Source: an optimization exercise on an open RTL-to-GDS flow (aim: small area). Production flows keep margins and buffers that such runs may drop.
Function was checked by simulation only, so behaviour that the tests miss may differ from the original.

==> flow/design.v (excerpt) <==
module ecc_dec (
    input  wire         clk,
    input  wire         rst,
    input  wire         in_valid,
    input  wire [639:0] line_in,
    input  wire [45:0]  addr,
    output reg          out_valid,
    output reg  [511:0] data_out,
    output reg          err,
    output reg  [2:0]   kind,
    output reg  [3:0]   device,
    output reg  [7:0]   syn0,
    output reg  [7:0]   syn1,
    output reg  [7:0]   swmask
);
For scale: about 4300 cells after synthesis, roughly 600 flip-flops, about 1200 I/O pins, roughly 40000 um2 of cells after synthesis.
Settings: LEC_CHECK=0, CAP_MARGIN=20, CORE_AREA=2 2 288 288, CTS_CLUSTER_DIAMETER=150, CTS_CLUSTER_SIZE=25, DIE_AREA=0 0 290 290, PLACE_DENSITY=0.7, SLEW_MARGIN=20; clock period 6.0 ns.
standard.sh (not shown) runs the stock make flow with config.mk's settings and CLKGATE_MAP_FILE= SYNTH_SCRIPT=/design/flow/synth_recipe.tcl, a recipe that flattens the netlist after the stock synthesis.
==> flow/flow/run.sh <==
#!/bin/bash
# The standard layout (standard.sh) with these changes:
# - synthesis: the standard script, but abc maps with flow/map.abc (an
#   area-oriented mapping that keeps the design's xor structure) instead of
#   ORFS's speed script; flip-flops are mapped as in the standard synthesis
# - the 3-input xor/xnor cells are left out (two 2-input cells are smaller)
# - the port buffers are buf_1 cells (the resizer upsizes those on critical
#   paths) and the pins may sit one track apart, for a smaller die
export BUFFER_PORTS_ARGS="-buffer_cell sky130_fd_sc_hd__buf_1"
export PLACE_PINS_ARGS="-min_distance 1 -min_distance_in_tracks"
export ABC_SCRIPT_FILE=$PWD/flow/map.abc
bash standard.sh "DONT_USE_CELLS=sky130_fd_sc_hd__probe_p_8 sky130_fd_sc_hd__probec_p_8 sky130_fd_sc_hd__lpflow_bleeder_1 sky130_fd_sc_hd__lpflow_clkbufkapwr_1 sky130_fd_sc_hd__lpflow_clkbufkapwr_16 sky130_fd_sc_hd__lpflow_clkbufkapwr_2 sky130_fd_sc_hd__lpflow_clkbufkapwr_4 sky130_fd_sc_hd__lpflow_clkbufkapwr_8 sky130_fd_sc_hd__lpflow_clkinvkapwr_1 sky130_fd_sc_hd__lpflow_clkinvkapwr_16 sky130_fd_sc_hd__lpflow_clkinvkapwr_2 sky130_fd_sc_hd__lpflow_clkinvkapwr_4 sky130_fd_sc_hd__lpflow_clkinvkapwr_8 sky130_fd_sc_hd__lpflow_decapkapwr_12 sky130_fd_sc_hd__lpflow_decapkapwr_3 sky130_fd_sc_hd__lpflow_decapkapwr_4 sky130_fd_sc_hd__lpflow_decapkapwr_6 sky130_fd_sc_hd__lpflow_decapkapwr_8 sky130_fd_sc_hd__lpflow_inputiso0n_1 sky130_fd_sc_hd__lpflow_inputiso0p_1 sky130_fd_sc_hd__lpflow_inputiso1n_1 sky130_fd_sc_hd__lpflow_inputiso1p_1 sky130_fd_sc_hd__lpflow_inputisolatch_1 sky130_fd_sc_hd__lpflow_isobufsrc_1 sky130_fd_sc_hd__lpflow_isobufsrc_16 sky130_fd_sc_hd__lpflow_isobufsrc_2 sky130_fd_sc_hd__lpflow_isobufsrc_4 sky130_fd_sc_hd__lpflow_isobufsrc_8 sky130_fd_sc_hd__lpflow_isobufsrckapwr_16 sky130_fd_sc_hd__lpflow_lsbuf_lh_hl_isowell_tap_1 sky130_fd_sc_hd__lpflow_lsbuf_lh_hl_isowell_tap_2 sky130_fd_sc_hd__lpflow_lsbuf_lh_hl_isowell_tap_4 sky130_fd_sc_hd__lpflow_lsbuf_lh_isowell_4 sky130_fd_sc_hd__lpflow_lsbuf_lh_isowell_tap_1 sky130_fd_sc_hd__lpflow_lsbuf_lh_isowell_tap_2 sky130_fd_sc_hd__lpflow_lsbuf_lh_isowell_tap_4 sky130_fd_sc_hd__xor3_1 sky130_fd_sc_hd__xor3_2 sky130_fd_sc_hd__xor3_4 sky130_fd_sc_hd__xnor3_1 sky130_fd_sc_hd__xnor3_2 sky130_fd_sc_hd__xnor3_4" SYNTH_SCRIPT=$PWD/flow/synth.tcl GPL_KEEP_OVERFLOW=0 finish > standard.log 2>&1
==> flow/flow/map.abc <==
strash
&get -n
&st
&dch
&nf
&put
Other scripts of this flow, unchanged in this note and not shown: flow/flow/synth.tcl
The starting point produced a layout that fails on setup timing.
Edit:
--- a/flow/flow/run.sh
+++ b/flow/flow/run.sh
@@ -8,0 +9,3 @@
+# - timing-driven global placement keeps none of its trial buffering
+#   (GPL_KEEP_OVERFLOW=0); timing is repaired after CTS and global routing
+#   instead, aiming at the setup margin set in config.mk
==> flow/flow/map.abc (replaced) <==
strash
&get -n
&st
&b
&dch
&nf
&put
--- a/flow/config.mk
+++ b/flow/config.mk
@@ -10 +10 @@
-export CTS_CLUSTER_DIAMETER = 150
+export CTS_CLUSTER_DIAMETER = 130
@@ -13,0 +14 @@
+export SETUP_SLACK_MARGIN = 0.45
This time the run completed without violations.
First-iteration DRC count is lower by a little under a tenth.
Setup slack is better by 0.36 ns.
Wire length came out lower by a few percent.
Cell count decreases slightly.
Utilization goes down by 0.46 points.
Count of clock-buffer cells in the layout is higher by 1.
Die area does not change.
Area after synthesis fell slightly.
Via count is lower by a few percent.
Global-route usage decreases by 2.7 points.

port drivers added, routing unchanged:
No port has a modelled driver above. Below, the same layouts with a new extraction and two added sets of constraints. Step 1 (the two cells are an assumption about what drives the block):
set clk [get_ports {clk}]
set_driving_cell -lib_cell sky130_fd_sc_hd__clkbuf_16 $clk
set_driving_cell -lib_cell sky130_fd_sc_hd__buf_2 [delete_from_list [all_inputs] $clk]
Step 2, shift: input delay + t, output delay - t, t = (earliest + latest rising clock arrival at the registers) / 2. This alone moves slack from input paths to output paths. a / b / c = ideal ports / drivers / drivers and shift; a / b = the first two.
run	shift t [ns]	setup slack, ns	hold slack, ns	worst setup path at the end	worst register clock-pin slew, ns
the first run	0.722	-0.083 / -0.030 / -0.752	0.675 / 0.624 / 1.346	input to register	0.12 / 0.12
the second run	0.727	0.277 / 0.321 / -0.406	0.676 / 0.633 / 1.360	input to register	0.12 / 0.12
With both steps, setup timing fails in the second run, where it was met with ideal ports. The setup slack of the second run, which loses most, moves by +0.044 ns with the drivers and by -0.683 ns with both steps.
